What follows belongs to an exercise in optimizing a design on an open flow for small area, a short achievable clock period and few clock cycles per item; a production flow would make more cautious choices. In this exercise RTL edits were held to simulation tests only and were not proved equivalent to the original.

## wip/quartz
## chord_mac
module chord_mac (
    input  wire        clk,
    input  wire        rst,
    input  wire        in_valid,
    output wire        in_ready,
    input  wire [2:0]  in_op,
    input  wire        in_x,
    input  wire [31:0] in_a,
    input  wire [31:0] in_b,
    input  wire        in_frac,
    input  wire        in_wrap,
    input  wire        in_rnd,
    input  wire [1:0]  in_form,
    input  wire [6:0]  in_sh7,
    output reg         out_valid,
    output reg  [71:0] out_data,
    output reg         out_flag
);
    localparam [2:0] OP_MPY  = 3'd0;
    localparam [2:0] OP_MAC  = 3'd1;
    localparam [2:0] OP_MSU  = 3'd2;
    localparam [2:0] OP_CLRX = 3'd3;
    localparam [2:0] OP_LDX  = 3'd4;
    localparam [2:0] OP_EXT  = 3'd5;
    assign in_ready = 1'b1;
    genvar gi;
    wire i_msu = (in_op == OP_MSU);
    wire i_ldx = (in_op == OP_LDX);
    reg        v0, x0, mpy0, mac0, msu0, ext0, clr0, ldx0;
    reg        wrap0, rnd0, spec0;
    reg [1:0]  form0;
    reg [6:0]  sh0;
    reg [32:0] ma0;                  
    reg [15:0] one0, two0, neg0;     
    always @(posedge clk) begin
        v0    <= in_valid & ~rst;
        x0    <= in_x;
        mpy0  <= (in_op == OP_MPY);
        mac0  <= (in_op == OP_MAC);
        msu0  <= i_msu;
        ext0  <= (in_op == OP_EXT);
        clr0  <= (in_op == OP_CLRX);
        ldx0  <= i_ldx;
        wrap0 <= in_wrap;
        rnd0  <= in_rnd;
        form0 <= in_form;
        sh0   <= in_sh7;
        ma0   <= i_ldx ? {in_b, 1'b0} : in_frac ? {in_a, 1'b0} : {in_a[31], in_a};
  ...
For scale: about 660 flip-flops, roughly 160 I/O pins, roughly 59,000 um^2 of cells after synthesis.
clock: 22.0 ns
lec_check: 0
cap_margin: 5
core_margin: 2
core_utilization: 40
cts_cluster_diameter: 100
cts_cluster_size: 24
slew_margin: 5
standard.sh (not shown) runs the stock make flow with config.mk's settings and CLKGATE_MAP_FILE= SYNTH_SCRIPT=/design/flow/synth_recipe.tcl, a recipe that flattens the netlist after the stock synthesis.
==> flow/flow/run.sh <==
#!/bin/bash
set -euo pipefail
bash standard.sh SETUP_SLACK_MARGIN=16.5 "BUFFER_PORTS_ARGS=-buffer_cell sky130_fd_sc_hd__buf_2" finish > standard_flow.log 2>&1
Testbench counts of wip/quartz, summed over its fixed seeds: cycles 24,040, items 24,000.
> inputs changed (wip/quartz -> wip/cedar)
Settings: swapping 5 for 20 in SLEW_MARGIN; swapping 5 for 20 in CAP_MARGIN.
## What came out
wip/cedar falls short of wip/quartz in number of DRC violations after detailed-routing iteration 0.
When wip/cedar is set beside wip/quartz, its pre-CTS worst setup slack turns out to be 11 ps larger.
Re shortest period the worst path allows: wip/cedar and wip/quartz aren't equal, and the lower value belongs to wip/quartz.
Endpoint of the worst setup timing path: out_data[69] -> wip/quartz, out_data[13] -> wip/cedar
Compared wip/quartz against wip/cedar; end-of-flow core utilization within noise.
Summary: with wip/quartz as the reference, total routed wire length on the met1 layer in wip/cedar moved down slightly.
## Diff of input files: wip/indigo against wip/cedar
Settings: CORE_UTILIZATION changed from 40 to 55.
Findings:
- Changes observed in wip/indigo relative to wip/cedar: data required time at the worst endpoint was more or less identical, largest net degree at the start of global routing increased by 23 relative to the old numbers.
- wip/indigo against wip/cedar: worst setup slack went up by 5.6 ps, clock distribution area overhead in the final layout was more or less identical.
#### Input delta (wip/garnet over wip/indigo)
Settings: CORE_UTILIZATION now 40, was 55; CAP_MARGIN now 0, was 20; SLEW_MARGIN now 0, was 20.
==> comparison <==
The period utilization was comparable across wip/garnet and wip/indigo.
~same multi-input combinational cell count in wip/garnet and wip/indigo
wip/indigo → wip/garnet: sequential share of layout area down 0.27 points.
Of the two values seen for startpoint of the most critical setup path, out_data[29] was produced by wip/indigo and out_data[69] by wip/garnet.
Between wip/garnet and wip/indigo, the difference in number of primary I/O pins is negligible.

## re-timing with driven ports
The flow's constraints put no driver on any port. The routed layouts listed below were extracted and timed again, unchanged, in two steps.
Step 1: set_driving_cell puts a clkbuf_16 on clk and a buf_2 on each other input, an assumption about the parent block.
Step 2 also shifts input and output timing later by t, the mid clock arrival at the registers, as if the neighbouring blocks saw the same clock.
Three values: ideal ports, drivers, drivers and shift; two values: the first two.
| run | t, ns | setup slack, ns | worst hold slack (ns) | clock arrival spread, ns | worst slew at a driven data input, ns |
|---|---|---|---|---|---|
| wip/quartz | 0.699 | 16.506 / 16.428 / 15.873 | 0.334 / 0.334 / 0.334 | 0.059 / 0.058 | 0.05 |
| wip/cedar | 0.701 | 16.502 / 16.426 / 15.913 | 0.333 / 0.333 / 0.333 | 0.058 / 0.058 | 0.05 |
| wip/indigo | 0.699 | 16.508 / 16.434 / 15.946 | 0.332 / 0.332 / 0.332 | 0.032 / 0.032 | 0.05 |
| wip/garnet | 0.699 | 16.506 / 16.428 / 15.873 | 0.334 / 0.334 / 0.334 | 0.059 / 0.058 | 0.05 |
After both steps setup and hold are still met in every run listed.
